From an optimization exercise on the open Yosys and OpenROAD flow, aimed at small area, a short achievable clock period and few clock cycles; shortcuts taken in it are not production practice. In this exercise RTL edits were held to simulation tests only and were not proved equivalent to the original.

**flow/flow/run.sh**
```bash
#!/bin/bash
set -euo pipefail
bash standard.sh SETUP_SLACK_MARGIN=8.2 MAX_REPAIR_ANTENNAS_ITER_DRT=10 finish > standard.log 2>&1
```
**flow/standard.sh**
```bash
#!/bin/bash
# synth_recipe.tcl (not shown) runs the flow's synth.tcl, then flattens the netlist and writes it again
# the make line also repeats each setting of config.mk as NAME=value (left out here)
make -C /OpenROAD-flow-scripts/flow DESIGN_CONFIG=/design/flow/config.mk WORK_HOME=/design/flow/orfs CLKGATE_MAP_FILE= SYNTH_SCRIPT=/design/flow/synth_recipe.tcl "${@:-finish}"
```
**flow/config.mk**
```make
export PLATFORM = sky130hd
export DESIGN_NAME = anvil_gcm
export DESIGN_NICKNAME = anvil_gcm
export VERILOG_FILES = /design/flow/design.v
export SDC_FILE = /design/flow/constraint.sdc
export NUM_CORES = 8
export LEC_CHECK = 0
export CAP_MARGIN = 20
export CORE_MARGIN = 2
export CORE_UTILIZATION = 55
export SLEW_MARGIN = 20
```
**flow/constraint.sdc**
```tcl
create_clock -name core_clock -period 12.0 [get_ports {clk}]
set_input_delay 2.4000 -clock core_clock [delete_from_list [all_inputs] [get_ports {clk}]]
set_output_delay 2.4000 -clock core_clock [all_outputs]
set_load 0.01 [all_outputs]
```
**flow/design.v**
```verilog
module aes_sbox_hi (
    input  wire [7:0] a,
    output wire [3:0] m       
);
    wire U0 = a[7], U1 = a[6], U2 = a[5], U3 = a[4], U4 = a[3], U5 = a[2], U6 = a[1], U7 = a[0];
    wire T1 = U0 ^ U3;
    wire T2 = U0 ^ U5;
    wire T3 = U0 ^ U6;
    wire T4 = U3 ^ U5;
    wire T5 = U4 ^ U6;
    wire T6 = T1 ^ T5;
    wire T7 = U1 ^ U2;
    wire T8 = U7 ^ T6;
    wire T9 = U7 ^ T7;
    wire T10 = T6 ^ T7;
    wire T11 = U1 ^ U5;
    wire T12 = U2 ^ U5;
    wire T13 = T3 ^ T4;
    wire T14 = T6 ^ T11;
    wire T15 = T5 ^ T11;
    wire T16 = T5 ^ T12;
    wire T17 = T9 ^ T16;
    wire T18 = U3 ^ U7;
    wire T19 = T7 ^ T18;
    wire T20 = T1 ^ T19;
    wire T21 = U6 ^ U7;
    wire T22 = T7 ^ T21;
    wire T23 = T2 ^ T22;
    wire T24 = T2 ^ T10;
    wire T25 = T20 ^ T17;
    wire T26 = T3 ^ T16;
    wire T27 = T1 ^ T12;
    wire M1 = T13 & T6;
    wire M2 = T23 & T8;
    wire M3 = T14 ^ M1;
    wire M4 = T19 & U7;
    wire M5 = M4 ^ M1;
    wire M6 = T3 & T16;
    wire M7 = T22 & T9;
    wire M8 = T26 ^ M6;
    wire M9 = T20 & T17;
    wire M10 = M9 ^ M6;
    wire M11 = T1 & T15;
    wire M12 = T4 & T27;
    wire M13 = M12 ^ M11;
    wire M14 = T2 & T10;
    wire M15 = M14 ^ M11;
    wire M16 = M3 ^ M2;
    wire M17 = M5 ^ T24;
    wire M18 = M8 ^ M7;
    wire M19 = M10 ^ M15;
    wire M20 = M16 ^ M13;
    wire M21 = M17 ^ M15;
    wire M22 = M18 ^ M13;
    wire M23 = M19 ^ T25;
    assign m = {M20, M21, M22, M23};
endmodule
module aes_sbox_inv (
    input  wire [3:0] m,      
    output wire [3:0] v       
);
    wire M20 = m[3], M21 = m[2], M22 = m[1], M23 = m[0];
    wire M24 = M22 ^ M23;
    wire M25 = M22 & M20;
    wire M26 = M21 ^ M25;
    wire M27 = M20 ^ M21;
    wire M28 = M23 ^ M25;
    wire M29 = M28 & M27;
    wire M30 = M26 & M24;
    wire M31 = M20 & M23;
    wire M32 = M27 & M31;
    wire M33 = M27 ^ M25;
    wire M34 = M21 & M22;
    wire M35 = M24 & M34;
    wire M36 = M24 ^ M25;
    wire M37 = M21 ^ M29;
    wire M38 = M32 ^ M33;
    wire M39 = M23 ^ M30;
    wire M40 = M35 ^ M36;
    assign v = {M37, M38, M39, M40};
endmodule
module aes_sbox_lo (
    input  wire [7:0] a,
    input  wire [3:0] v,      
    output wire [7:0] y
);
    wire U0 = a[7], U1 = a[6], U2 = a[5], U3 = a[4], U4 = a[3], U5 = a[2], U6 = a[1], U7 = a[0];
    wire T1 = U0 ^ U3;
    wire T2 = U0 ^ U5;
    wire T3 = U0 ^ U6;
    wire T4 = U3 ^ U5;
    wire T5 = U4 ^ U6;
    wire T6 = T1 ^ T5;
    wire T7 = U1 ^ U2;
    wire T8 = U7 ^ T6;
    wire T9 = U7 ^ T7;
    wire T10 = T6 ^ T7;
    wire T11 = U1 ^ U5;
    wire T12 = U2 ^ U5;
    wire T13 = T3 ^ T4;
    wire T14 = T6 ^ T11;
    wire T15 = T5 ^ T11;
    wire T16 = T5 ^ T12;
    wire T17 = T9 ^ T16;
    wire T18 = U3 ^ U7;
    wire T19 = T7 ^ T18;
    wire T20 = T1 ^ T19;
    wire T21 = U6 ^ U7;
    wire T22 = T7 ^ T21;
    wire T23 = T2 ^ T22;
    wire T24 = T2 ^ T10;
    wire T25 = T20 ^ T17;
    wire T26 = T3 ^ T16;
    wire T27 = T1 ^ T12;
    wire M37 = v[3], M38 = v[2], M39 = v[1], M40 = v[0];
    wire M41 = M38 ^ M40;
    wire M42 = M37 ^ M39;
    wire M43 = M37 ^ M38;
    wire M44 = M39 ^ M40;
    wire M45 = M42 ^ M41;
    wire M46 = M44 & T6;
    wire M47 = M40 & T8;
    wire M48 = M39 & U7;
    wire M49 = M43 & T16;
    wire M50 = M38 & T9;
    wire M51 = M37 & T17;
    wire M52 = M42 & T15;
    wire M53 = M45 & T27;
    wire M54 = M41 & T10;
    wire M55 = M44 & T13;
    wire M56 = M40 & T23;
    wire M57 = M39 & T19;
    wire M58 = M43 & T3;
    wire M59 = M38 & T22;
    wire M60 = M37 & T20;
    wire M61 = M42 & T1;
    wire M62 = M45 & T4;
    wire M63 = M41 & T2;
    wire L0 = M61 ^ M62;
    wire L1 = M50 ^ M56;
    wire L2 = M46 ^ M48;
    wire L3 = M47 ^ M55;
    wire L4 = M54 ^ M58;
    wire L5 = M49 ^ M61;
    wire L6 = M62 ^ L5;
    wire L7 = M46 ^ L3;
    wire L8 = M51 ^ M59;
    wire L9 = M52 ^ M53;
    wire L10 = M53 ^ L4;
    wire L11 = M60 ^ L2;
    wire L12 = M48 ^ M51;
    wire L13 = M50 ^ L0;
    wire L14 = M52 ^ M61;
    wire L15 = M55 ^ L1;
    wire L16 = M56 ^ L0;
    wire L17 = M57 ^ L1;
    wire L18 = M58 ^ L8;
    wire L19 = M63 ^ L4;
    wire L20 = L0 ^ L1;
    wire L21 = L1 ^ L7;
    wire L22 = L3 ^ L12;
    wire L23 = L18 ^ L2;
    wire L24 = L15 ^ L9;
    wire L25 = L6 ^ L10;
    wire L26 = L7 ^ L9;
    wire L27 = L8 ^ L10;
    wire L28 = L11 ^ L14;
    wire L29 = L11 ^ L17;
    assign y[7] = L6 ^ L24;
    assign y[6] = ~(L16 ^ L26);
    assign y[5] = ~(L19 ^ L28);
    assign y[4] = L6 ^ L21;
    assign y[3] = L20 ^ L22;
    assign y[2] = L25 ^ L29;
    assign y[1] = ~(L13 ^ L27);
    assign y[0] = ~(L6 ^ L23);
endmodule
module aes_sbox (
    input  wire [7:0] a,
    output wire [7:0] y
);
    wire [3:0] m, v;
    aes_sbox_hi  u_hi  (.a(a), .m(m));
    aes_sbox_inv u_inv (.m(m), .v(v));
    aes_sbox_lo  u_lo  (.a(a), .v(v), .y(y));
endmodule
module aes_lane (
    input  wire         clk,
    input  wire         load,
    input  wire [127:0] pin,
    input  wire [127:0] rk,
    output wire [127:0] ks
);
    reg [127:0] sS;
    reg [127:0] uR;
    reg [63:0]  mR;
    function [7:0] xtime(input [7:0] b);
        xtime = {b[6:0], 1'b0} ^ (b[7] ? 8'h1b : 8'h00);
    endfunction
    wire [127:0] mc;
    genvar gi;
    generate
        for (gi = 0; gi < 4; gi = gi + 1) begin : g_mix
            wire [7:0] a0 = sS[127-32*gi -: 8];
            wire [7:0] a1 = sS[119-32*gi -: 8];
            wire [7:0] a2 = sS[111-32*gi -: 8];
            wire [7:0] a3 = sS[103-32*gi -: 8];
            assign mc[127-32*gi -: 8] = xtime(a0) ^ xtime(a1) ^ a1 ^ a2 ^ a3;
            assign mc[119-32*gi -: 8] = a0 ^ xtime(a1) ^ xtime(a2) ^ a2 ^ a3;
            assign mc[111-32*gi -: 8] = a0 ^ a1 ^ xtime(a2) ^ xtime(a3) ^ a3;
            assign mc[103-32*gi -: 8] = xtime(a0) ^ a0 ^ a1 ^ a2 ^ xtime(a3);
        end
    endgenerate
    wire [127:0] u = (load ? pin : mc) ^ rk;
    wire [63:0] mid;
    wire [127:0] sb;
    generate
        for (gi = 0; gi < 16; gi = gi + 1) begin : g_sb
            wire [3:0] v;
            aes_sbox_hi  u_hi  (.a(u[127-8*gi -: 8]), .m(mid[63-4*gi -: 4]));
            aes_sbox_inv u_inv (.m(mR[63-4*gi -: 4]), .v(v));
            aes_sbox_lo  u_lo  (.a(uR[127-8*gi -: 8]), .v(v), .y(sb[127-8*gi -: 8]));
        end
    endgenerate
    wire [127:0] sr;
    generate
        for (gi = 0; gi < 16; gi = gi + 1) begin : g_shift
            localparam integer R = gi % 4;
            localparam integer C = gi / 4;
            localparam integer SRC = 4 * ((C + R) % 4) + R;
            assign sr[127-8*gi -: 8] = sb[127-8*SRC -: 8];
        end
    endgenerate
    always @(posedge clk) begin
        uR <= u;
        mR <= mid;
        sS <= sr;
    end
    assign ks = sS ^ rk;
endmodule
module aes_keysched (
    input  wire         clk,
    input  wire         load,       
    input  wire [255:0] key,
    input  wire         adv,        
    input  wire         mode256,
    input  wire [3:0]   step,       
    output wire [127:0] rk
);
    reg [255:0] win;    
    reg [31:0]  gR;     
    reg [15:0]  gV;     
    reg [7:0]   rcR;    
    assign rk = win[255:128];
    wire [31:0] last_w   = mode256 ? win[31:0] : win[159:128];
    wire        sub_only = mode256 & step[0];
    wire [3:0]  rc_idx   = mode256 ? {1'b0, step[3:1]} : step;
    reg  [7:0]  rcon;
    always @(*) begin
        case (rc_idx)
            4'd0: rcon = 8'h01;
            4'd1: rcon = 8'h02;
            4'd2: rcon = 8'h04;
            4'd3: rcon = 8'h08;
            4'd4: rcon = 8'h10;
            4'd5: rcon = 8'h20;
            4'd6: rcon = 8'h40;
            4'd7: rcon = 8'h80;
            4'd8: rcon = 8'h1b;
            4'd9: rcon = 8'h36;
            default: rcon = 8'h00;
        endcase
    end
    wire [31:0] g_in = sub_only ? last_w : {last_w[23:0], last_w[31:24]};
    wire [15:0] g_v;
    wire [31:0] g_sub;
    genvar gi;
    generate
        for (gi = 0; gi < 4; gi = gi + 1) begin : g_ks
            wire [3:0] m;
            aes_sbox_hi  u_hi  (.a(g_in[31-8*gi -: 8]), .m(m));
            aes_sbox_inv u_inv (.m(m), .v(g_v[15-4*gi -: 4]));
            aes_sbox_lo  u_lo  (.a(gR[31-8*gi -: 8]), .v(gV[15-4*gi -: 4]),
                                .y(g_sub[31-8*gi -: 8]));
        end
    endgenerate
    wire [31:0] q0 = win[255:224] ^ {rcR, 24'h0};
    wire [31:0] q1 = q0 ^ win[223:192];
    wire [31:0] q2 = q1 ^ win[191:160];
    wire [31:0] q3 = q2 ^ win[159:128];
    wire [127:0] new_words = {q0 ^ g_sub, q1 ^ g_sub, q2 ^ g_sub, q3 ^ g_sub};
    always @(posedge clk) begin
        gR  <= g_in;
        gV  <= g_v;
        rcR <= sub_only ? 8'h00 : rcon;
        if (load)
            win <= key;
        else if (adv)
            win <= mode256 ? {win[127:0], new_words} : {new_words, win[127:0]};
    end
endmodule
module ghash_mul #(
    parameter integer D     = 16,       
    parameter integer NCOPY = 4
) (
    input  wire [127:0]          z,
    input  wire [D*NCOPY-1:0]    dg,
    input  wire [127:0]          h,
    output reg  [127:0]          z_next
);
    localparam integer NCH = 128 / D;
    function [6:0] cm4(input [3:0] a, input [3:0] b);
        integer i;
        begin
            cm4 = 7'h0;
            for (i = 0; i < 4; i = i + 1)
                if (a[i]) cm4 = cm4 ^ ({3'b0, b} << i);
        end
    endfunction
    function [14:0] km8(input [7:0] a, input [7:0] b);
        reg [6:0] l, u, m;
        begin
            l = cm4(a[3:0], b[3:0]);
            u = cm4(a[7:4], b[7:4]);
            m = cm4(a[3:0] ^ a[7:4], b[3:0] ^ b[7:4]) ^ l ^ u;
            km8 = {8'b0, l} ^ ({8'b0, m} << 4) ^ ({8'b0, u} << 8);
        end
    endfunction
    function [30:0] km16(input [15:0] a, input [15:0] b);
        reg [14:0] l, u, m;
        begin
            l = km8(a[7:0], b[7:0]);
            u = km8(a[15:8], b[15:8]);
            m = km8(a[7:0] ^ a[15:8], b[7:0] ^ b[15:8]) ^ l ^ u;
            km16 = {16'b0, l} ^ ({16'b0, m} << 8) ^ ({16'b0, u} << 16);
        end
    endfunction
    function [62:0] km32(input [31:0] a, input [31:0] b);
        reg [30:0] l, u, m;
        begin
            l = km16(a[15:0], b[15:0]);
            u = km16(a[31:16], b[31:16]);
            m = km16(a[15:0] ^ a[31:16], b[15:0] ^ b[31:16]) ^ l ^ u;
            km32 = {32'b0, l} ^ ({32'b0, m} << 16) ^ ({32'b0, u} << 32);
        end
    endfunction
    reg [127:0]     hp, zp, r;
    reg [D-1:0]     dp;
    reg [127+D:0]   t;
    reg [2*D-2:0]   pr;
    integer k, c;
    always @(*) begin
        for (k = 0; k < 128; k = k + 1) begin
            hp[k] = h[127-k];
            zp[k] = z[127-k];
        end
        t = {zp, {D{1'b0}}};
        for (c = 0; c < NCH; c = c + 1) begin
            for (k = 0; k < D; k = k + 1)
                dp[k] = dg[D*((c*NCOPY)/NCH) + D - 1 - k];
            if (D == 32)
                pr = km32(dp, hp[D*c +: D]);
            else
                pr = km16(dp, hp[D*c +: D]);
            t = t ^ ({{(129-D){1'b0}}, pr} << (D*c));
        end
        r = t[127:0];
        for (k = 128; k < 128 + D; k = k + 1)
            if (t[k]) r = r ^ (128'h87 << (k - 128));
        for (k = 0; k < 128; k = k + 1)
            z_next[k] = r[127-k];
    end
endmodule
module anvil_gcm (
    input  wire         clk,
    input  wire         rst,
    input  wire         start,
    input  wire [255:0] key,
    input  wire         key_256,
    input  wire [95:0]  iv,
    input  wire         decrypt,
    output reg          idle,
    input  wire         in_valid,
    output reg          in_ready,
    input  wire [127:0] in_data,
    input  wire         in_aad,
    input  wire [4:0]   in_bytes,
    input  wire         in_last,
    output reg          out_valid,
    output reg  [127:0] out_data,
    output reg          tag_valid,
    output reg  [127:0] tag
);
    localparam integer LANES  = 2;            
    localparam integer D      = 16;           
    localparam integer BATCH  = 32;           
    localparam integer GSTEPS = 128 / D;      
    localparam integer NG     = 2;            
    localparam integer NE     = NG * LANES;   
    localparam integer EW     = (NE > 8) ? 4 : (NE > 4) ? 3 : 2;    
    reg [255:0] key_r;
    reg         k256_r;
    reg [95:0]  iv_r;
    reg         dec_r;
    reg [127:0] h_r;
    reg [127:0] ej0_r;
    reg [13:0]  len_a;           
    reg [13:0]  len_c;           
    wire acc_start = start & idle;
    wire acc_in    = in_valid & in_ready;
    reg  [4:0]  bc;              
    reg         batch0;          
    reg  [10:0] cb;              
    reg         ld_a;            
    reg  [LANES-1:0] ld;         
    reg         at28, at29;      
    reg         k_adv;           
    reg         k_ld;            
    reg  [3:0]  kstep;           
    wire [4:0]  bc_n   = (acc_start | (bc == BATCH - 1)) ? 5'd0 : bc + 5'd1;
    wire        k256_n = acc_start ? key_256 : k256_r;
    wire [4:0]  l0_n   = k256_n ? 5'd0 : 5'd8;           
    wire [4:0]  rel_n  = bc_n - l0_n;
    wire [127:0] rk;
    aes_keysched u_ks (
        .clk(clk), .load(idle | k_ld), .key(idle ? key : key_r),
        .adv(k_adv), .mode256(k256_r), .step(kstep), .rk(rk)
    );
    wire [128*LANES-1:0] ks;
    genvar gl;
    generate
        for (gl = 0; gl < LANES; gl = gl + 1) begin : g_lane
            wire [10:0] c_a = cb + gl;
            wire [10:0] c_b = cb + LANES + gl;
            wire [127:0] p = ld_a ? ((batch0 && gl == 0) ? 128'h0 : {iv_r, 21'h0, c_a})
                                  : {iv_r, 21'h0, c_b};
            aes_lane u_lane (.clk(clk), .load(ld[gl]), .pin(p), .rk(rk),
                             .ks(ks[128*gl +: 128]));
        end
    endgenerate
    reg [127:0] fe [0:NE-1];
    reg [EW-1:0] rp;             
    reg  [1:0]   wp;             
    reg [EW:0]   cnt;            
    reg          push_a, push_b; 
    reg          pushed_a;       
    wire [127:0] head = fe[rp];
    wire        pop   = acc_in & ~in_aad;
    wire        push  = push_a | push_b;
    wire [EW:0] cnt_n = acc_start ? {(EW+1){1'b0}}
                                  : (cnt - {{EW{1'b0}}, pop} + (push ? LANES : 0)
                                     - ((push_a & batch0) ? 2 : 0));
    wire        batch0_n = acc_start | (batch0 & ~at29);
    reg  [127:0] z;
    reg  [127:0] x;
    reg  [4*D-1:0] dg;           
    reg  [3:0]   gcnt;           
    reg          zfirst;         
    reg          first;          
    reg          fin;            
    reg          lenph;          
    reg          hready;
    reg          open;           
    wire [127:0] z_next;
    ghash_mul #(.D(D), .NCOPY(4)) u_gh (
        .z(zfirst ? 128'h0 : z), .dg(dg), .h(h_r), .z_next(z_next)
    );
    reg [127:0] in_mask;
    integer b;
    always @(*) begin
        for (b = 0; b < 16; b = b + 1)
            in_mask[127-8*b -: 8] = (b < in_bytes) ? 8'hff : 8'h00;
    end
    wire [127:0] text_out = (in_data ^ head) & in_mask;
    wire [127:0] gh_in    = (in_aad | dec_r) ? (in_data & in_mask) : text_out;
    wire         g_last   = (gcnt == 4'd1);
    wire [127:0] s_cur    = first ? 128'h0 : (g_last ? z_next : z);
    wire [13:0]  len_a_n  = len_a + {9'h0, in_bytes};
    wire [13:0]  len_c_n  = len_c + {9'h0, in_bytes};
    wire [127:0] len_blk  = {47'h0, len_a, 3'b000, 47'h0, len_c, 3'b000};
    wire         ld_len   = g_last & fin;
    wire [127:0] x_ld     = in_ready ? (s_cur ^ gh_in) : (z_next ^ len_blk);
    reg [3:0] gcnt_n;
    reg       fin_n, lenph_n, open_n, hready_n;
    always @(*) begin
        if (acc_in | ld_len)
            gcnt_n = GSTEPS;
        else if (gcnt != 4'd0)
            gcnt_n = gcnt - 4'd1;
        else
            gcnt_n = 4'd0;
        fin_n    = acc_in ? in_last : (ld_len ? 1'b0 : fin);
        lenph_n  = ld_len ? 1'b1 : ((g_last & lenph) ? 1'b0 : lenph);
        open_n   = acc_start ? 1'b1 : ((acc_in & in_last) ? 1'b0 : open);
        hready_n = acc_start ? 1'b0 : (hready | (batch0 & at28));
    end
    always @(posedge clk) begin
        if (rst) begin
            idle      <= 1'b1;
            in_ready  <= 1'b0;
            out_valid <= 1'b0;
            tag_valid <= 1'b0;
            open      <= 1'b0;
            hready    <= 1'b0;
            gcnt      <= 4'd0;
            fin       <= 1'b0;
            lenph     <= 1'b0;
            first     <= 1'b0;
            cnt       <= {(EW+1){1'b0}};
            rp        <= {EW{1'b0}};
            wp        <= 2'd0;
            bc        <= 5'd0;
            batch0    <= 1'b0;
            push_a    <= 1'b0;
            push_b    <= 1'b0;
            len_a     <= 14'd0;
            len_c     <= 14'd0;
        end else begin
            out_valid <= pop;
            tag_valid <= g_last & lenph;
            open   <= open_n;
            hready <= hready_n;
            gcnt   <= gcnt_n;
            fin    <= fin_n;
            lenph  <= lenph_n;
            cnt    <= cnt_n;
            batch0 <= batch0_n;
            bc     <= bc_n;
            in_ready <= open_n & hready_n & (gcnt_n <= 4'd1) & ~fin_n & ~lenph_n
                        & (cnt_n != 0);
            push_a <= ~acc_start & (bc_n == 5'd28) & (cnt_n <= NE - LANES);
            push_b <= ~acc_start & (bc_n == 5'd29) & push_a &
                      (cnt_n <= NE - LANES);
            if (acc_start)
                idle <= 1'b0;
            else if (acc_in & in_last)
                idle <= 1'b1;
            if (acc_start) begin
                rp <= 2;
                wp <= 2'd0;
                cb <= 11'd0;
            end else begin
                if (at28)
                    pushed_a <= push_a;
                if (at29)
                    cb <= cb + (pushed_a ? LANES : 0) + (push_b ? LANES : 0);
                if (push)
                    wp <= (wp == NG - 1) ? 2'd0 : wp + 2'd1;
                if (pop)
                    rp <= (rp == NE - 1) ? {EW{1'b0}} : rp + 1'b1;
            end
            if (acc_start)
                first <= 1'b1;
            else if (acc_in)
                first <= 1'b0;
            if (acc_in) begin
                if (in_aad)
                    len_a <= len_a_n;
                else
                    len_c <= len_c_n;
            end else if (ld_len) begin
                len_a <= 14'd0;
                len_c <= 14'd0;
            end
        end
    end
    integer e;
    always @(posedge clk) begin
        ld_a  <= (bc_n == l0_n);
        ld    <= {LANES{(bc_n == l0_n) | (bc_n == l0_n + 5'd1)}};
        at28  <= (bc_n == 5'd28);
        at29  <= (bc_n == 5'd29);
        k_adv <= bc_n[0] & (bc_n > l0_n) & (bc_n < 5'd28);
        k_ld  <= (bc_n == BATCH - 1) | (~k256_n & (bc_n == 5'd7));
        kstep <= rel_n[4:1];
        if (idle) begin
            key_r  <= key;
            k256_r <= key_256;
            iv_r   <= iv;
            dec_r  <= decrypt;
        end
        if (batch0 & at28) begin
            h_r   <= ks[127:0];
            ej0_r <= ks[255:128];
        end
        out_data <= text_out;
        tag      <= z_next ^ ej0_r;
        for (e = 0; e < NE; e = e + 1)
            if (push & (wp == (e / LANES)))
                fe[e] <= ks[128*(e % LANES) +: 128];
        zfirst <= acc_in | ld_len;
        if (in_ready | ld_len) begin
            x  <= x_ld;
            dg <= {4{x_ld[D-1:0]}};
        end else begin
            x  <= {{D{1'b0}}, x[127:D]};
            dg <= {4{x[2*D-1:D]}};
        end
        if (gcnt != 4'd0)
            z <= z_next;
    end
endmodule
```
==> metrics.csv, run 1 <==
stage,metric,value,unit
routing,dr_wl_met3,83800,µm
grt,grt_antenna_before_repair,75,
timing,tightest_slew,1.34,ns
die,rows,212,
routing,drt-total-wl,736000,µm
cells_and_area,seqCellArea,0.0664,mm²
outcome,status,finished clean,
clocking,cts_root_buffer,clkbuf_16,
synth,async_reset_ff_frac,0,
routing,route.detailed.wl_per_inst,30.3,µm
synth,synth_edf_count,1261,
cells_and_area,multiInputGateArea,0.117,mm²
cells_and_area,fill_cells,27500,
timing,rsz0062_at_grt,yes,
placed_design,globalplace.congestion,1.04,
grt,first_global_vias,132000,
worst_setup_path,critPathKind,flip-flop to output pin,
routing,antenna_left,0,
clocking,numCtsBuffers,305,
synth,syn_area,0.184,mm²
die,pin_count,753,
timing,hold_violations,0,
grt,grt_pass1_wl,1000000,µm
timing,setup_viol,0,
routing,top_layer,met5,
die,initial_core_util,0.552,
cells_and_area,drive_above_1_share,0.139,
synth,yosysSeqAreaShare,0.358,
die,die_w,583,µm
hold_path,min_path_type,flip-flop to flip-flop,
routing,wirelength_met1,286000,µm
routing,drc,0,
synth,yosysWarnings,5,
placed_design,dp_hpwl,563000,µm
grt,overflow,0,
placed_design,io_buffers,752,
timing,finClkSkew,0.0846,ns
cells_and_area,finalNetCount,20200,
clocking,ctsHtreeMaxLevel,5,
worst_setup_path,cp_max_fo,2,
worst_setup_path,start_kind,flip-flop,
routing,drtIter0Drc,19700,
placed_design,dp_slack,6.34,ns
synth,yosysMostFrequentCell,xnor2_1,
routing,drtPass1Iterations,8,
timing,final_max_slew_viol_count,0,
timing,fin_crit,4.03,ns
clocking,clock_latency,0.98,ns
synth,synth_ff_type,dfxtp_1,
synth,synth.area.top_cells,"edfxtp_1, xnor2_1, dfxtp_1",
routing,vias_per_cell,6.02,
clocking,clk_pin_slew,0.06,ns
clocking,cts_tree,built,
cells_and_area,area_growth,16.2,%
timing,tns,0,ns
routing,wl_met2,305000,µm
placed_design,placed_area,0.195,mm²
clocking,cts.sink_count,2664,
timing,fin_crit_sh,0.336,
synth,yosys.area.top_type,edfxtp_1,
synth,netlist.area_leader.share,0.206,
synth,synth_cell_type_count,113,
synth,synth_fp_nets,19800,
placed_design,dp.cells,23300,
flow_run,cap_violations,0,
worst_setup_path,crit_arrival,1.63,ns
die,die_y,583,µm
timing,timing.final.ws_setup,7.97,ns
timing,fmax,248,MHz
worst_setup_path,worstPathRequired,9.60,ns
synth,avgSynthCellArea,9.60,µm²
die,dieArea,0.340,mm²
routing,via_count,146000,
synth,synth_commonest_cells,"xnor2_1, nor2_1, xor2_1",
synth,ys_ff_latch,2664,
die,fp.coreArea,0.333,mm²
grt,gr-usage-all-layers,0.414,
cells_and_area,fin_cells,24300,
timing,slew_headroom,0.104,
synth,syn_inst,19200,
worst_setup_path,crit_path_end_kind,output pin,
clocking,hold_buffers,0,
grt,grt_max_degree,151,
clocking,clockBufferDepth,4,
cells_and_area,final_area,0.214,mm²
[path summary, 6_finish.rpt]
kind                            depth (start not counted)  slack [ns]        endpoint               start
worst max register to register                         11        8.16   x[31]$_DFF_P_      zfirst$_DFF_P_
worst max-delay path                                    2        7.97            idle   idle$_SDFFE_PP1P_
worst min register to register                          1        0.43  tag[0]$_DFF_P_  ej0_r[0]$_DFFE_PP_
worst min-delay path                                    1        0.43  tag[0]$_DFF_P_  ej0_r[0]$_DFFE_PP_
[through the flow]
stage	hold slack, ns	utilization
finish	0.431	0.642
global route	0.445	0.642
CTS	0.433	0.628
detailed placement	0.439	0.585
global placement	0.432	0.585
floorplan	0.428	-
[per-layer routing]
metal | up-vias | GRT usage
met2 | 8589 | 0.589
met5 | - | 0
met4 | 18 | 0.290
met1 | 70700 | 0.557
met3 | 1653 | 0.0953
li1 | 65300 | -
[cell type report]
cell class	instances	share of cell area
multi-input cells	14800	0.546
flip-flops and latches	2664	0.310
repair buffers	1350	0.0613
clock buffers	434	0.0419
well taps	4387	0.0256
inverters	394	0.00718
clock inverters	125	0.00630
diodes	88	0.00103
[timing repair]
| action | in CTS | in global routing |
|---|---|---|
| gates cloned | 8 | 16 |
| setup endpoints to repair | 873 | 454 |
| resized for setup | 1978 | 456 |
| hold endpoints to repair | 0 | 0 |
| setup buffers | 87 | 190 |
| pin swaps | 22 | 64 |
[sequential cells by signal, indices dropped and copies added (netlist names), 5 cells and up]
signal and flops:
out_data 128, u_ks.rcR 8, h_r 128, len_c 14
key_r 256, u_ks.win 256, u_ks.gR 32, dg 16
g_lane.u_lane.mR 128, u_ks.gV 16, cb 10, x 112
g_lane.u_lane.sS 256, len_a 14, iv_r 96, ej0_r 128
bc 5, fe 512, tag 128, g_lane.u_lane.uR 256
z 128
[placed cells by master, fill, tap and decap left out, types with 154 or more instances in the layout]
cell / Yosys / layout
xnor2_1: 3708 / 3434
nor2_1: 1954 / 1937
nand2_1: 1742 / 1737
xor2_1: 1793 / 1638
edfxtp_1: 1261 / 1261
dfxtp_1: 1403 / 1125
a21oi_1: 916 / 878
o21ai_0: 782 / 758
clkdlybuf4s50_1: 0 / 485
xnor3_1: 513 / 478
buf_4: 17 / 475
inv_1: 380 / 374
clkbuf_16: 0 / 337
mux2_2: 317 / 317
mux2i_1: 281 / 270
xnor2_2: 56 / 268
nand2b_1: 242 / 241
dfxtp_2: 0 / 224
buf_6: 2 / 195
nand3_1: 185 / 184
nor2b_1: 181 / 181
xor2_2: 58 / 175
o22ai_1: 156 / 154
[worst max-delay path: stages, from the launching register on]
cell	delay, ns
dfxtp_4	0.37
buf_12	0.16
buf_8	0.12
[kinds of logic (layout without fill, tap and decap cells)]
| group | after synthesis | in the layout | share of synthesized area |
|---|---|---|---|
| muxes | 604 | 604 | 0.0352 |
| and+or+nand+nor | 4895 | 4900 | 0.115 |
| DFF | 2664 | 2664 | 0.358 |
| other | 0 | 88 | 0 |
| AOI/OAI and AO/OA | 3027 | 3027 | 0.104 |
| xor gates and xnor gates | 6203 | 6203 | 0.344 |
| adders and majority gates | 112 | 112 | 0.00760 |
| buffers and inverters | 1680 | 2303 | 0.0357 |
Testbench counts, summed over its fixed seeds: cycles 62,200.
==> run 2, diff against run 1 <==
==> flow/flow/run.sh (replaced) <==
#!/bin/bash
set -euo pipefail
here=$(pwd)
rm -rf "$here/scripts"
cp -r "$FLOW_HOME/scripts" "$here/scripts"
cp "$here/flow/abc_map.script" "$here/scripts/abc_speed.script"
bash standard.sh SCRIPTS_DIR="$here/scripts" SETUP_SLACK_MARGIN=8.2 \
    MAX_REPAIR_ANTENNAS_ITER_DRT=10 finish > standard.log 2>&1
==> flow/flow/abc_map.script (new file) <==
strash
ifraig
scorr
dc2
strash
&get -n
&dch -f
&nf
&put
==> run 2 against run 1 <==
Net effect:
- critical path depth is the same
- synthesized cell count shrank 16%
- count of clock-buffer cells in the layout shrank 22
- routed wire length shrank 13%
- flip-flop and latch count is the same
- worst setup slack lost 0.15 ns
- die area shrank 11%
- fmax shrank 3.6%
- cell count shrank 9.9%
==> metrics.csv, run 2 <==
stage,metric,value,unit,change
outcome,status,finished clean,,
placed_design,dp_hpwl,488000,µm,-13%
routing,drtPass1Iterations,9,,+1
die,rows,200,,-5.7%
timing,tns,0,ns,unchanged
clocking,hold_buffers,0,,unchanged
cells_and_area,drive_above_1_share,0.112,,-0.0269
synth,async_reset_ff_frac,0,,unchanged
routing,vias_per_cell,5.82,,-3.5%
grt,first_global_vias,120000,,-9.2%
die,dieArea,0.302,mm²,-11%
die,fp.coreArea,0.297,mm²,-11%
worst_setup_path,crit_arrival,1.79,ns,+0.16 ns
clocking,cts_root_buffer,clkbuf_16,,
worst_setup_path,worstPathRequired,9.60,ns,about the same
synth,synth_commonest_cells,"xnor2_1, xor2_1, nand2_1",,
hold_path,holdPathEnd,tag[90]$_DFF_P_,,
routing,wirelength_met1,246000,µm,-14%
synth,synth_cell_type_count,66,,-42%
synth,yosysSeqAreaShare,0.403,,+0.0446
routing,top_layer,met5,,
synth,synth_fp_nets,16700,,-15%
worst_setup_path,r2r_end,x[64]$_DFF_P_,,
die,die_w,550,µm,-5.7%
timing,fmax,239,MHz,-3.6%
synth,synth_ff_type,dfxtp_1,,
timing,finClkSkew,0.0645,ns,-0.0201 ns
synth,syn_inst,16100,,-16%
synth,yosysWarnings,5,,unchanged
flow_run,cap_violations,0,,unchanged
cells_and_area,seqCellArea,0.0663,mm²,-0.16%
placed_design,globalplace.congestion,1.01,,-3.1%
synth,syn_area,0.164,mm²,-11%
placed_design,io_buffers,752,,unchanged
grt,grt_max_degree,136,,-9.9%
cells_and_area,fill_cells,24100,,-12%
clocking,numCtsBuffers,302,,-0.98%
timing,rsz0062_at_grt,yes,,
die,initial_core_util,0.552,,about the same
timing,hold_violations,0,,unchanged
cells_and_area,layout_commonest_cell,xnor2_1,,
cells_and_area,area_growth,19.9,%,
clocking,clk_pin_slew,0.06,ns,about the same
die,pin_count,753,,unchanged
routing,dr_wl_met3,68300,µm,-18%
worst_setup_path,cp_max_fo,3,,+1
grt,grt_antenna_before_repair,57,,-24%
timing,fin_crit,4.19,ns,+0.153 ns
synth,synth_edf_count,1261,,unchanged
cells_and_area,largest_reg_flops,512,,unchanged
cells_and_area,multiInputGateArea,0.101,mm²,-13%
clocking,ctsHtreeMaxLevel,5,,unchanged
routing,antenna_left,0,,unchanged
timing,setup_viol,0,,unchanged
routing,route.detailed.wl_per_inst,29.3,µm,-3.4%
synth,yosysMostFrequentCell,xnor2_1,,
clocking,clockBufferDepth,4,,unchanged
routing,drt-total-wl,640000,µm,-13%
worst_setup_path,crit_path_end_kind,output pin,,
die,die_y,550,µm,-5.7%
clocking,clock_latency,0.96,ns,-0.02 ns
grt,gr-usage-all-layers,0.408,,-0.00676
worst_setup_path,r2r_start,dg[53]$_DFF_P_,,
cells_and_area,final_cell_mix,"xnor2_1, xor2_1, nand2_1",,
worst_setup_path,start_kind,flip-flop,,
cells_and_area,finalNetCount,18200,,-9.6%
synth,ys_ff_latch,2664,,unchanged
synth,avgSynthCellArea,10.1,µm²,+5.7%
routing,via_count,127000,,-13%
clocking,cts_tree,built,,
worst_setup_path,reg2reg_depth,16,,+5
hold_path,min_path_type,flip-flop to flip-flop,,
clocking,cts.sink_count,2664,,unchanged
synth,synth.area.top_cells,"edfxtp_1, xnor2_1, dfxtp_1",,
timing,slew_headroom,0.138,,+0.0338
worst_setup_path,reg2reg_slack,8.20,ns,+0.04 ns
worst_setup_path,critPathKind,flip-flop to output pin,,
hold_path,hp-start,ej0_r[90]$_DFFE_PP_,,
grt,grt_pass1_wl,876000,µm,-13%
timing,tightest_slew,1.29,ns,-0.0550 ns
timing,final_max_slew_viol_count,0,,unchanged
timing,timing.hold.ws,0.438,ns,+0.00722 ns
routing,drc,0,,unchanged
routing,drtIter0Drc,16600,,-16%
routing,wl_met2,274000,µm,-10%
cells_and_area,top_register,fe,,
timing,fin_crit_sh,0.349,,+0.0127
hold_path,min_path_cells,1,,unchanged
synth,yosys.area.top_type,edfxtp_1,,
grt,overflow,0,,unchanged
synth,netlist.area_leader.share,0.231,,+0.0256
[run 2: changes by cell type in the layout (fill, tap and decap cells not counted), sizes merged, moves of 378 or more]
cell    delta
inv      -378
clkinv   +381
xor2     +521
nor2     -604
xnor2    +489
a21oi    -464
[run 2: worst max path at each step]
stage                       from                 endpoint  slack, ns  cells after the start
2_1_floorplan  idle$_SDFFE_PP1P_  u_ks.win[132]$_DFFE_PP_       1.95                      4
3_3_place_gp         in_bytes[3]            x[72]$_DFF_P_       6.11                      9
3_5_place_dp         in_bytes[3]            x[72]$_DFF_P_       6.10                      9
4_1_cts        idle$_SDFFE_PP1P_                     idle       7.77                      2
5_1_grt        idle$_SDFFE_PP1P_                     idle       7.83                      2
6_report       idle$_SDFFE_PP1P_                     idle       7.81                      2
[run 2: cell families (layout without fill, tap and decap cells)]
family          count (synthesis)  after routing  synth area share
buf+inv                       404           2127           0.00926
simple gates                 3650           3653            0.0938
compound gates               2166           2166            0.0827
flops                        2664           2664             0.403
xor+xnor                     6819           6819             0.381
other cells                     0             62                 0
fa+ha+maj                      99             99           0.00775
mux                           344            344            0.0231
[run 2: layout make-up]
class	instances	area share
Clock buffer	412	0.0435
Antenna cell	62	0.000790
Clock inverter	141	0.00962
Sequential cell	2664	0.338
Multi-Input combinational cell	13100	0.517
Tap cell	3939	0.0251
Timing Repair Buffer	1170	0.0588
Inverter	404	0.00794
[run 2: repair_timing]
| item | CTS | global route |
|---|---|---|
| gates resized for setup | 1810 | 490 |
| pin swaps | 44 | 82 |
| gates cloned | 11 | 7 |
| setup buffers | 99 | 114 |
| endpoints found under the setup margin | 1134 | 512 |
[run 2: per-stage QoR]
step / setup WS (ns) / utilization / cell area (µm²) / instances
2_1_floorplan: 1.95 / - / 164000 / 16100
6_report: 7.81 / 0.662 / 196000 / 21900
3_3_place_gp: 6.11 / 0.601 / 178000 / 21000
3_5_place_dp: 6.10 / 0.601 / 178000 / 21000
4_1_cts: 7.77 / 0.648 / 192000 / 21700
5_1_grt: 7.83 / 0.662 / 196000 / 21900
[run 2: worst max-delay path, stage by stage (launching register included)]
cell     delay [ns]
dfxtp_4        0.49
buf_16         0.19
buf_6          0.12
[run 2: metal layers]
layer / vias up / global-route usage
met1: 61300 / 0.534
met4: 6 / 0.278
li1: 57100 / -
met5: - / 0
met3: 1459 / 0.0801
met2: 7295 / 0.608
==> run 3, diff against run 2 <==
--- a/flow/design.v
+++ b/flow/design.v
@@ -409,2 +409,3 @@
     wire acc_start = start & idle;
+    reg  open;                   
     wire acc_in    = in_valid & in_ready;
@@ -425,3 +426,3 @@
     aes_keysched u_ks (
-        .clk(clk), .load(idle | k_ld), .key(idle ? key : key_r),
+        .clk(clk), .load(~open | k_ld), .key(open ? key_r : key),
         .adv(k_adv), .mode256(k256_r), .step(kstep), .rk(rk)
@@ -462,3 +463,2 @@
     reg          hready;
-    reg          open;           
     wire [127:0] z_next;
@@ -575,3 +575,3 @@
         kstep <= rel_n[4:1];
-        if (idle) begin
+        if (~open) begin
             key_r  <= key;
--- a/flow/config.mk
+++ b/flow/config.mk
@@ -9,3 +9,3 @@
 export CORE_MARGIN = 2
-export CORE_UTILIZATION = 55
+export CORE_UTILIZATION = 65
 export SLEW_MARGIN = 20
==> run 3 against run 2 <==
Net effect:
- clock skew is 0.027 ns higher
- die area is 15% lower
- fmax is 3.3% higher
- largest cell class unchanged
==> metrics.csv, run 3 <==
stage,metric,value,unit,change
worst_setup_path,cp_common_cell,buf_4,,
clocking,ctsHtreeMaxLevel,5,,unchanged
synth,synth.area.top_cells,"xnor2_1, edfxtp_1, dfxtp_1",,
grt,gr-usage-all-layers,0.473,,+0.0653
timing,rsz0062_at_grt,yes,,
die,pin_count,753,,unchanged
timing,tightest_slew,1.38,ns,+0.0965 ns
timing,fmax,247,MHz,+3.3%
timing,slew_headroom,0.0736,,-0.0646
synth,synth_fp_nets,16800,,+0.27%
cells_and_area,final_area,0.195,mm²,-0.85%
worst_setup_path,r2r_start,in_ready$_SDFF_PP0_,,
die,fp.coreArea,0.251,mm²,-15%
clocking,clock_latency,0.99,ns,+0.03 ns
clocking,clk_pin_slew,0.07,ns,about the same
routing,vias_per_cell,6.23,,+7.1%
die,dieArea,0.256,mm²,-15%
clocking,cts.sink_count,2664,,unchanged
cells_and_area,drive_above_1_share,0.110,,-0.00232
worst_setup_path,worstPathRequired,12.85,ns,+3.25 ns
die,rows,184,,-8.0%
timing,fin_crit_sh,0.338,,-0.0112
routing,antenna_left,0,,unchanged
worst_setup_path,reg2reg_depth,6,,-10
placed_design,globalplace.congestion,1.04,,+2.9%
clocking,cts_root_buffer,clkbuf_16,,
worst_setup_path,r2r_end,x[18]$_DFF_P_,,
die,initial_core_util,0.653,,+0.100
synth,yosys.area.top_type,xnor2_1,,
synth,synth_commonest_cells,"xnor2_1, xor2_1, nand2_1",,
placed_design,dp_hpwl,472000,µm,-3.3%
synth,yosysMostFrequentCell,xnor2_1,,
cells_and_area,area_growth,18.8,%,
synth,syn_inst,16200,,+0.28%
placed_design,io_buffers,752,,unchanged
cells_and_area,final_cell_mix,"xnor2_1, xor2_1, nand2_1",,
cells_and_area,finalNetCount,18200,,-0.13%
worst_setup_path,path_depth,6,,+4
synth,synth_cell_type_count,60,,-9.1%
worst_setup_path,max_stage_delay,0.97,ns,+0.48 ns
timing,setup_viol,0,,unchanged
worst_setup_path,crit_path_end_kind,flip-flop,,
cells_and_area,largest_reg_flops,512,,unchanged
timing,timing.hold.ws,0.429,ns,-0.00965 ns
synth,avgSynthCellArea,10.1,µm²,-0.17%
worst_setup_path,crit_chain,"buf_4, clkinv_1, nand2_4, buf_4, nor2_1, a221o_1",,
placed_design,placed_area,0.177,mm²,-0.45%
worst_setup_path,crit_family,buffers and inverters,,
timing,timing.final.ws_setup,7.95,ns,+0.134 ns
routing,drt-total-wl,638000,µm,-0.45%
synth,yosysSeqAreaShare,0.402,,-0.000449
synth,async_reset_ff_frac,0,,unchanged
routing,drtPass1Iterations,11,,+2
timing,hold_violations,0,,unchanged
die,die_y,506,µm,-7.9%
synth,ys_ff_latch,2664,,unchanged
grt,grt_antenna_before_repair,74,,+30%
worst_setup_path,path_buf_inv,3,,+1
clocking,cts_tree,built,,
grt,grt_pass1_wl,875000,µm,-0.15%
cells_and_area,top_register,fe,,
worst_setup_path,start_kind,flip-flop,,
timing,finClkSkew,0.0914,ns,+0.0269 ns
worst_setup_path,crit_arrival,4.91,ns,+3.12 ns
synth,yosysWarnings,5,,unchanged
worst_setup_path,reg2reg_slack,7.95,ns,-0.25 ns
worst_setup_path,cp-startpoint,in_ready$_SDFF_PP0_,,
flow_run,cap_violations,0,,unchanged
synth,syn_area,0.164,mm²,+0.11%
cells_and_area,layout_commonest_cell,xnor2_1,,
routing,drtIter0Drc,21200,,+28%
worst_setup_path,endpoint,x[18]$_DFF_P_,,
clocking,clockBufferDepth,4,,unchanged
outcome,status,finished clean,,
worst_setup_path,cp_max_fo,40,,+37
routing,via_count,132000,,+4.0%
clocking,numCtsBuffers,303,,+0.33%
worst_setup_path,slowest_stage,clkinv_1,,
synth,synth_edf_count,1261,,unchanged
placed_design,dp_slack,5.75,ns,-0.354 ns
timing,final_max_slew_viol_count,0,,unchanged
die,die_w,506,µm,-7.9%
worst_setup_path,critPathKind,flip-flop to flip-flop,,
grt,overflow,0,,unchanged
hold_path,min_path_type,flip-flop to flip-flop,,
routing,drc,0,,unchanged
routing,route.detailed.wl_per_inst,30.0,µm,+2.5%
timing,fin_crit,4.05,ns,-0.134 ns
grt,grt_max_degree,139,,+2.2%
cells_and_area,fill_cells,16700,,-31%
synth,netlist.area_leader.share,0.232,,+0.000307
grt,first_global_vias,125000,,+4.4%
synth,synth_ff_type,dfxtp_1,,
-- run 3: cell count changes after synthesis, moves of 15 or more --
cell / change
xnor2_1: +80
nor2_1: +57
a221o_1: +47
o221ai_1: -32
nand2_1: -27
xor2_1: -25
a21o_1: -18
o21ai_0: -18
xnor3_1: -16
a22o_1: +15
-- run 3: worst min path at each step --
stage | depth (start not counted) | to | startpoint | slack [ns]
2_1_floorplan | 2 | x[62]$_DFF_P_ | x[78]$_DFF_P_ | 0.40
3_3_place_gp | 1 | tag[59]$_DFF_P_ | ej0_r[59]$_DFFE_PP_ | 0.43
3_5_place_dp | 1 | tag[112]$_DFF_P_ | ej0_r[112]$_DFFE_PP_ | 0.43
4_1_cts | 1 | tag[56]$_DFF_P_ | ej0_r[56]$_DFFE_PP_ | 0.42
5_1_grt | 1 | tag[56]$_DFF_P_ | ej0_r[56]$_DFFE_PP_ | 0.43
6_report | 1 | tag[56]$_DFF_P_ | ej0_r[56]$_DFFE_PP_ | 0.43
-- run 3: repair_timing --
action | CTS | global route
hold buffers | 0 | 0
setup buffers | 74 | 84
pin swaps | 49 | 78
endpoints found under the setup margin | 1052 | 501
resized for setup | 1839 | 509
cloned | 11 | 8
-- run 3: layout make-up --
class / instances / area, µm² / share of cell area
multi-input combinational: 13100 / 102000 / 0.521
timing repair buffer: 1097 / 11100 / 0.0571
clock inverter: 130 / 1260 / 0.00648
antenna: 62 / 155 / 0.000797
clock buffer: 406 / 8660 / 0.0444
inverter: 405 / 1540 / 0.00788
tap: 3348 / 4190 / 0.0215
sequential: 2664 / 66300 / 0.341
-- run 3: logic make-up after synthesis --
kind of cell    Yosys count  synth area share
mux                     346            0.0232
buf+inv                 405           0.00927
compound gates         2140            0.0824
flops                  2664             0.402
fa+ha+maj                99           0.00774
simple gates           3681            0.0942
xor+xnor               6857             0.381
-- run 3: worst register-to-register path, delay by kind of cell (launching register included) --
family | cells | cell delay, ns
compound gates | 1 | 0.33
buf+inv | 3 | 2.16
simple gates | 2 | 1.05
flops | 1 | 0.42
-- run 3: routing by layer --
| layer | vias up | part of all wire | global-route usage | wire length [µm] |
|---|---|---|---|---|
| met5 | - | 0.00029 | 0 | 187 |
| met4 | 14 | 0.11 | 0.394 | 67300 |
| met3 | 2434 | 0.14 | 0.141 | 89800 |
| met2 | 10200 | 0.41 | 0.681 | 263000 |
| met1 | 62600 | 0.34 | 0.583 | 217000 |
| li1 | 57100 | - | - | - |
-- run 3: stage by stage --
stage | utilization | TNS, ns | cells
after floorplan | - | -298.29 | 16200
after global placement | 0.707 | 0 | 20500
after detailed placement | 0.707 | 0 | 20500
after CTS | 0.760 | 0 | 21100
after global routing | 0.775 | 0 | 21200
final | 0.775 | 0 | 21200
Testbench counts of run 3, summed over its fixed seeds: cycles 62,200.
==> run 4, diff against run 3 <==
--- a/flow/config.mk
+++ b/flow/config.mk
@@ -9,3 +9,3 @@
 export CORE_MARGIN = 2
-export CORE_UTILIZATION = 65
+export CORE_UTILIZATION = 55
 export SLEW_MARGIN = 20
==> run 4 against run 3 <==
Net effect:
- largest cell class unchanged
- non-clock buffer count grew 53
- still clean
- die area is 18% higher
- count of clock-buffer cells in the layout is 17 higher
- routed wire length about the same
- critical endpoint is now out_data[21]
- final area up 0.72%
- worst setup slack improved by 0.14 ns
- first-iteration DRC count shrank 24%
- global-route usage decreased by 6.9 points
- cell count is 3.0% higher
==> metrics.csv, run 4 <==
stage,metric,value,unit,change
worst_setup_path,cp_max_fo,2,,-95%
grt,grt_max_degree,183,,+32%
routing,drtIter0Drc,16100,,-24%
synth,synth_commonest_cells,"xnor2_1, xor2_1, nand2_1",,
worst_setup_path,crit_path_end_kind,output pin,,
grt,gr-usage-all-layers,0.404,,-0.0690
routing,route.detailed.wl_per_inst,29.2,µm,-2.9%
worst_setup_path,r2r_end,dg[61]$_DFF_P_,,
timing,slew_headroom,0.0827,,+0.00910
synth,avgSynthCellArea,10.1,µm²,unchanged
synth,synth_edf_count,1261,,unchanged
die,rows,200,,+8.7%
worst_setup_path,endpoint,out_data[21],,
timing,timing.hold.ws,0.429,ns,+0.000438 ns
placed_design,io_buffers,752,,unchanged
worst_setup_path,r2r_start,dg[50]$_DFF_P_,,
clocking,clockBufferDepth,4,,unchanged
die,pin_count,753,,unchanged
synth,netlist.area_leader.share,0.232,,unchanged
worst_setup_path,crit_chain,buf_6,,
worst_setup_path,worstPathRequired,9.60,ns,-3.25 ns
clocking,clock_latency,0.98,ns,about the same
worst_setup_path,crit_family,flip-flops,,
clocking,numCtsBuffers,297,,-2.0%
timing,setup_viol,0,,unchanged
timing,tightest_slew,1.37,ns,-0.0136 ns
worst_setup_path,max_stage_delay,0.43,ns,-0.54 ns
worst_setup_path,path_depth,1,,-5
grt,overflow,0,,unchanged
cells_and_area,finalNetCount,18200,,+0.25%
clocking,ctsHtreeMaxLevel,5,,unchanged
clocking,cts_root_buffer,clkbuf_16,,
worst_setup_path,path_buf_inv,1,,-2
synth,yosys.area.top_type,xnor2_1,,
cells_and_area,final_area,0.196,mm²,+0.72%
worst_setup_path,cp-startpoint,out_data[21]$_DFF_P_,,
cells_and_area,area_growth,19.6,%,
cells_and_area,drive_above_1_share,0.111,,+0.00149
die,die_y,550,µm,+8.6%
hold_path,min_path_type,flip-flop to flip-flop,,
timing,fin_crit,3.92,ns,-0.136 ns
timing,hold_violations,0,,unchanged
timing,fin_crit_sh,0.326,,-0.0113
worst_setup_path,reg2reg_slack,8.11,ns,+0.16 ns
die,dieArea,0.302,mm²,+18%
grt,grt_antenna_before_repair,41,,-45%
routing,via_count,127000,,-3.9%
clocking,cts.sink_count,2664,,unchanged
clocking,clk_pin_slew,0.07,ns,about the same
grt,grt_pass1_wl,870000,µm,-0.47%
worst_setup_path,reg2reg_depth,13,,+7
grt,first_global_vias,118000,,-5.2%
die,die_w,550,µm,+8.6%
placed_design,globalplace.congestion,1.02,,-1.9%
synth,syn_area,0.164,mm²,unchanged
outcome,status,finished clean,,
worst_setup_path,critPathKind,flip-flop to output pin,,
cells_and_area,top_register,fe,,
routing,vias_per_cell,5.81,,-6.7%
synth,async_reset_ff_frac,0,,unchanged
routing,drtPass1Iterations,9,,-2
synth,synth_cell_type_count,60,,unchanged
timing,rsz0062_at_grt,yes,,
synth,yosysMostFrequentCell,xnor2_1,,
die,initial_core_util,0.552,,-0.100
timing,fmax,255,MHz,+3.5%
routing,drc,0,,unchanged
cells_and_area,largest_reg_flops,512,,unchanged
synth,ys_ff_latch,2664,,unchanged
worst_setup_path,slowest_stage,dfxtp_4,,
synth,syn_inst,16200,,unchanged
clocking,hold_buffers,0,,unchanged
routing,antenna_left,0,,unchanged
synth,yosysSeqAreaShare,0.402,,unchanged
synth,synth.area.top_cells,"xnor2_1, edfxtp_1, dfxtp_1",,
placed_design,placed_area,0.178,mm²,+0.50%
timing,finClkSkew,0.0694,ns,-0.0219 ns
flow_run,cap_violations,0,,unchanged
worst_setup_path,crit_arrival,1.52,ns,-3.39 ns
synth,synth_fp_nets,16800,,unchanged
synth,synth_ff_type,dfxtp_1,,
placed_design,dp_hpwl,490000,µm,+4.0%
routing,drt-total-wl,638000,µm,about the same
timing,final_max_slew_viol_count,0,,unchanged
worst_setup_path,start_kind,flip-flop,,
clocking,cts_tree,built,,
cells_and_area,layout_commonest_cell,xnor2_1,,
cells_and_area,final_cell_mix,"xnor2_1, xor2_1, nand2_1",,
synth,yosysWarnings,5,,unchanged
die,fp.coreArea,0.297,mm²,+18%
==> run 4: cell counts after synthesis <==
No cell type changed its count.
==> run 4: cell type report <==
type / count / area (µm²)
clock inverter: 129 / 1700
tap: 3939 / 4930
fill: 24200 / 101000
timing repair buffer: 1150 / 11400
inverter: 405 / 1540
clock buffer: 423 / 8540
antenna: 31 / 77.6
sequential: 2664 / 66300
multi-input combinational: 13100 / 102000
==> run 4: how the worst min path moves through the flow <==
stage                                     from                to  slack [ns]  cells past startpoint
after global placement     ej0_r[66]$_DFFE_PP_   tag[66]$_DFF_P_        0.43                      1
after global routing       ej0_r[66]$_DFFE_PP_   tag[66]$_DFF_P_        0.45                      1
after detailed placement  ej0_r[123]$_DFFE_PP_  tag[123]$_DFF_P_        0.44                      1
final                      ej0_r[59]$_DFFE_PP_   tag[59]$_DFF_P_        0.43                      1
after CTS                  ej0_r[59]$_DFFE_PP_   tag[59]$_DFF_P_        0.43                      1
after floorplan                  x[78]$_DFF_P_     x[62]$_DFF_P_        0.40                      2
==> run 4: metal layers <==
layer,global-route usage,share of wire,vias up,wire length [µm]
met3,0.0928,0.11,1606,69700
met4,0.269,0.082,14,52300
met5,0,0.00013,-,83
li1,-,-,57200,-
met1,0.530,0.39,61200,248000
met2,0.596,0.42,7158,268000
==> run 4: logic make-up after synthesis <==
kind of cell	count (synthesis)	synth area share
DFF	2664	0.402
muxes	346	0.0232
and+or+nand+nor	3681	0.0942
xor gates and xnor gates	6857	0.381
AOI/OAI and AO/OA	2140	0.0824
buffers and inverters	405	0.00927
adders and majority gates	99	0.00774
==> run 4: metrics by stage <==
| step | TNS, ns | utilization | setup WS [ns] | std cells |
|---|---|---|---|---|
| finish | 0 | 0.661 | 8.08 | 21900 |
| CTS | 0 | 0.648 | 8.09 | 21700 |
| global placement | 0 | 0.601 | 5.92 | 21100 |
| global route | 0 | 0.661 | 8.09 | 21800 |
| floorplan | -298.29 | - | -2.30 | 16200 |
| detailed placement | 0 | 0.601 | 5.89 | 21100 |
==> run 4: timing repair <==
action                                  in CTS  in global routing
setup buffers                               93                109
gates resized for setup                   1888                475
endpoints found under the setup margin    1153                620
cloned                                       7                 10
pin swaps                                   61                 74
==> run 5, diff against run 4 <==
--- a/flow/design.v
+++ b/flow/design.v
@@ -393,6 +393,7 @@
 );
-    localparam integer LANES  = 2;            
-    localparam integer D      = 16;           
-    localparam integer BATCH  = 32;           
+    localparam integer LANES  = 3;            
+    localparam integer D      = 32;           
+    localparam integer BATCH  = 30;           
     localparam integer GSTEPS = 128 / D;      
+    localparam integer GLOAD  = (LANES >= 3) ? 1 : 0;
     localparam integer NG     = 2;            
@@ -476,3 +477,3 @@
     wire         g_last   = (gcnt == 4'd1);
-    wire [127:0] s_cur    = first ? 128'h0 : (g_last ? z_next : z);
+    wire [127:0] s_cur    = first ? 128'h0 : ((GLOAD == 0 && g_last) ? z_next : z);
     wire [13:0]  len_a_n  = len_a + {9'h0, in_bytes};
@@ -480,4 +481,5 @@
     wire [127:0] len_blk  = {47'h0, len_a, 3'b000, 47'h0, len_c, 3'b000};
-    wire         ld_len   = g_last & fin;
-    wire [127:0] x_ld     = in_ready ? (s_cur ^ gh_in) : (z_next ^ len_blk);
+    wire         ld_len   = fin & ((GLOAD == 0) ? g_last : (gcnt == 4'd0));
+    wire [127:0] x_ld     = in_ready ? (s_cur ^ gh_in)
+                                     : (((GLOAD == 0) ? z_next : z) ^ len_blk);
     reg [3:0] gcnt_n;
@@ -528,3 +530,3 @@
             bc     <= bc_n;
-            in_ready <= open_n & hready_n & (gcnt_n <= 4'd1) & ~fin_n & ~lenph_n
+            in_ready <= open_n & hready_n & (gcnt_n <= 1 - GLOAD) & ~fin_n & ~lenph_n
                         & (cnt_n != 0);
==> flow/flow/run.sh (replaced) <==
#!/bin/bash
set -euo pipefail
here=$(pwd)
rm -rf "$here/scripts"
cp -r "$FLOW_HOME/scripts" "$here/scripts"
cp "$here/flow/abc_map.script" "$here/scripts/abc_speed.script"
bash standard.sh SCRIPTS_DIR="$here/scripts" SETUP_SLACK_MARGIN=8.1 \
    MAX_REPAIR_ANTENNAS_ITER_DRT=10 finish > standard.log 2>&1
==> run 5 against run 4 <==
Net effect:
- now fails the layout checks on capacitance limit, slew limit
- critical path depth is 6 higher
- first-iteration DRC count rose by 70%
- via count up 46%
- fmax decreased by 10%
- largest cell class unchanged
- highest routed layer unchanged
- utilization is 3.1 points higher
- flip-flop and latch count rose by 579
- die area is 32% higher
- critical path type is now flip-flop to flip-flop
==> metrics.csv, run 5 <==
stage,metric,value,unit,change
worst_setup_path,critPathKind,flip-flop to flip-flop,,
synth,async_reset_ff_frac,0,,unchanged
synth,synth_commonest_cells,"xnor2_1, xor2_1, nor2_1",,
cells_and_area,top_register,fe,,
clocking,clk_pin_slew,0.06,ns,about the same
cells_and_area,final_cell_mix,"xnor2_1, xor2_1, nor2_1",,
flow_run,cap_violations,5,,+5
outcome,so.violations,"capacitance limit, slew limit",,
clocking,cts_root_buffer,clkbuf_16,,
synth,avgSynthCellArea,9.94,µm²,-1.9%
worst_setup_path,reg2reg_slack,7.65,ns,-0.46 ns
hold_path,hp-start,ej0_r[110]$_DFFE_PP_,,
clocking,hold_buffers,0,,unchanged
synth,synth_edf_count,1518,,+20%
worst_setup_path,crit_arrival,5.28,ns,+3.76 ns
cells_and_area,seqCellArea,0.0806,mm²,+22%
synth,synth_ff_type,dfxtp_1,,
synth,yosysSeqAreaShare,0.369,,-0.0333
worst_setup_path,crit_path_end_kind,flip-flop,,
grt,overflow,0,,unchanged
timing,slew_headroom,-0.234,,-0.316
timing,fmax,230,MHz,-10%
clocking,clockBufferDepth,4,,unchanged
hold_path,min_path_type,flip-flop to flip-flop,,
worst_setup_path,worstPathRequired,12.92,ns,+3.32 ns
timing,setup_viol,0,,unchanged
cells_and_area,layout_commonest_cell,xnor2_1,,
die,fp.coreArea,0.393,mm²,+32%
timing,fin_crit_sh,0.363,,+0.0361
routing,route.detailed.wl_per_inst,35.3,µm,+21%
worst_setup_path,reg2reg_depth,7,,-6
timing,hold_violations,0,,unchanged
routing,drc,0,,unchanged
grt,grt_antenna_before_repair,173,,+320%
cells_and_area,finish.utilization,0.692,,+0.0308
synth,yosysMostFrequentCell,xnor2_1,,
worst_setup_path,start_kind,flip-flop,,
routing,via_count,185000,,+46%
synth,netlist.area_leader.share,0.263,,+0.0317
cells_and_area,top_regs,"fe (768), g_lane.u_lane.sS (384), g_lane.u_lane.uR (384)",,
timing,final_max_slew_viol_count,23,,+23
synth,yosys.area.top_type,xnor2_1,,
cells_and_area,largest_reg_flops,768,,+50%
worst_setup_path,r2r_end,tag[22]$_DFF_P_,,
routing,antenna_left,0,,unchanged
clocking,cts.sink_count,3243,,+22%
cells_and_area,area_growth,25.1,%,
worst_setup_path,r2r_start,zfirst$_DFF_P_,,
grt,first_global_vias,167000,,+41%
clocking,clock_latency,1.07,ns,+0.09 ns
cells_and_area,fill_cells,29900,,+23%
cells_and_area,finalNetCount,25000,,+37%
die,rows,230,,+15%
clocking,cts_tree,built,,
outcome,status,"complete, but fails checks",,
hold_path,holdPathEnd,tag[110]$_DFF_P_,,
synth,synth_cell_type_count,65,,+8.3%
grt,grt_max_degree,161,,-12%
die,die_w,632,µm,+15%
hold_path,min_path_cells,1,,unchanged
clocking,numCtsBuffers,352,,+19%
clocking,ctsHtreeMaxLevel,5,,unchanged
synth,ys_ff_latch,3243,,+22%
timing,finClkSkew,0.132,ns,+0.0621 ns
die,pin_count,753,,unchanged
synth,synth.area.top_cells,"xnor2_1, edfxtp_1, dfxtp_1",,
timing,tns,0,ns,unchanged
grt,grt_pass1_wl,1390000,µm,+60%
grt,gr-usage-all-layers,0.510,,+0.106
cells_and_area,multiInputGateArea,0.149,mm²,+46%
routing,vias_per_cell,6.15,,+5.8%
synth,syn_area,0.217,mm²,+32%
routing,drtPass1Iterations,13,,+4
synth,syn_inst,21900,,+35%
cells_and_area,drive_above_1_share,0.164,,+0.0532
timing,fin_crit,4.35,ns,+0.434 ns
routing,drtIter0Drc,27300,,+70%
die,dieArea,0.400,mm²,+32%
placed_design,globalplace.congestion,1.15,,+13%
die,initial_core_util,0.553,,about the same
timing,tightest_slew,1.85,ns,+0.477 ns
synth,synth_fp_nets,22500,,+34%
routing,drt-total-wl,1060000,µm,+67%
synth,yosysWarnings,5,,unchanged
placed_design,io_buffers,752,,unchanged
placed_design,dp_hpwl,796000,µm,+62%
worst_setup_path,cp_max_fo,34,,+32
die,die_y,632,µm,+15%
timing,rsz0062_at_grt,yes,,
## run 5: changes by cell type after synthesis, sizes merged, moves of 61 or more
cell	previous run	this run
a22oi	147	255
nand2	1559	1833
a21oi	446	675
dfxtp	1403	1725
xnor3	162	250
a31oi	12	89
o22ai	33	102
nand2b	252	313
xnor2	4334	6527
xor2	2350	3400
nor2	1408	2132
edfxtp	1261	1518
## run 5: repair_timing
item	in CTS	in global routing
endpoints found under the setup margin	1151	781
pin swaps	187	357
endpoints found under the hold margin	0	0
resized for setup	2620	1027
buffers inserted	439	457
gates cloned	29	15
## run 5: cell families after synthesis
logic type	Yosys count	synth area share
DFF	3243	0.369
adders and majority gates	136	0.00811
and+or+nand+nor	4949	0.0959
AOI/OAI and AO/OA	2552	0.0732
buffers and inverters	414	0.00716
muxes	361	0.0182
xor gates and xnor gates	10200	0.429
## run 5: worst max-delay path by stage
stage                              from                              to  slack (ns)  cells past startpoint
finish                   zfirst$_DFF_P_                 tag[22]$_DFF_P_        7.65                      7
global route        cb[0]$_SDFFCE_PP0P_  g_lane[1].u_lane.mR[4]$_DFF_P_        7.74                     18
CTS                 in_ready$_SDFF_PP0_                        in_ready        7.86                      2
detailed placement             in_valid             in_ready$_SDFF_PP0_        5.70                     14
global placement               in_valid             in_ready$_SDFF_PP0_        5.75                     14
floorplan               open$_SDFF_PP0_           u_ks.win[0]$_DFFE_PP_        0.93                      3
## run 5: cell type report
| type | count | area share |
|---|---|---|
| inverter | 414 | 0.00594 |
| sequential | 3243 | 0.297 |
| timing repair buffer | 2111 | 0.0792 |
| antenna | 280 | 0.00258 |
| clock inverter | 199 | 0.00773 |
| tap | 5220 | 0.0240 |
| clock buffer | 457 | 0.0367 |
| multi-input combinational | 18200 | 0.547 |
## run 5: critical path: stages, from the launching register on
cell      delay (ns)
dfxtp_4         0.57
buf_8           0.37
nand2b_1        1.07
xnor2_4         0.39
xnor2_2         0.44
xnor2_1         0.30
xnor2_4         0.62
xor2_1          0.17
## run 5: per-layer routing
layer | vias to the layer above | share of wire | GRT usage
met1 | 88900 | 0.33 | 0.578
met3 | 4298 | 0.14 | 0.219
met4 | 64 | 0.13 | 0.505
li1 | 77700 | - | -
met5 | - | 0.0016 | 0.00483
met2 | 14300 | 0.40 | 0.705
## run 5: per-stage QoR
| stage | cells | worst slack (ns) | hold slack (ns) | instance area [µm²] |
|---|---|---|---|---|
| after floorplan | 21900 | 0.929 | 0.392 | 217000 |
| after global placement | 28200 | 5.75 | 0.428 | 235000 |
| after detailed placement | 28200 | 5.70 | 0.436 | 235000 |
| after CTS | 29400 | 7.86 | 0.436 | 259000 |
| after global routing | 30000 | 7.74 | 0.451 | 271000 |
| final | 30100 | 7.65 | 0.431 | 272000 |
Testbench counts of run 5, summed over its fixed seeds: cycles 42,390.

==> static timing again, ports no longer ideal <==
The results above use ideal ports. As a check the final layouts listed here were re-extracted and re-timed, cells and wires unchanged.
Step 1, drivers: a clkbuf_16 drives clk and a buf_2 each remaining input, both assumed.
Step 2 times the ports against the registers' clock, not the clock port: input delays grow and output delays shrink by t, the midpoint of the rising clock arrivals with the driver on.
Slacks: ideal ports / drivers / drivers and shift; pairs: ideal ports / drivers.
run	t, ns	setup WS [ns]	hold WS [ns]	worst data-port slew with drivers (ns)
run 1	1.052	7.965 / 7.850 / 7.213	0.431 / 0.431 / 0.431	0.27
run 2	1.040	7.813 / 7.703 / 7.248	0.438 / 0.438 / 0.438	0.21
run 3	1.058	7.947 / 7.947 / 7.125	0.429 / 0.429 / 0.429	0.41
run 4	1.051	8.083 / 7.970 / 7.258	0.429 / 0.429 / 0.429	0.19
run 5	1.139	7.649 / 7.649 / 6.916	0.431 / 0.431 / 0.431	0.21
The setup slack of run 4, which loses most, moves by -0.113 ns with the drivers and by -0.825 ns with both steps.
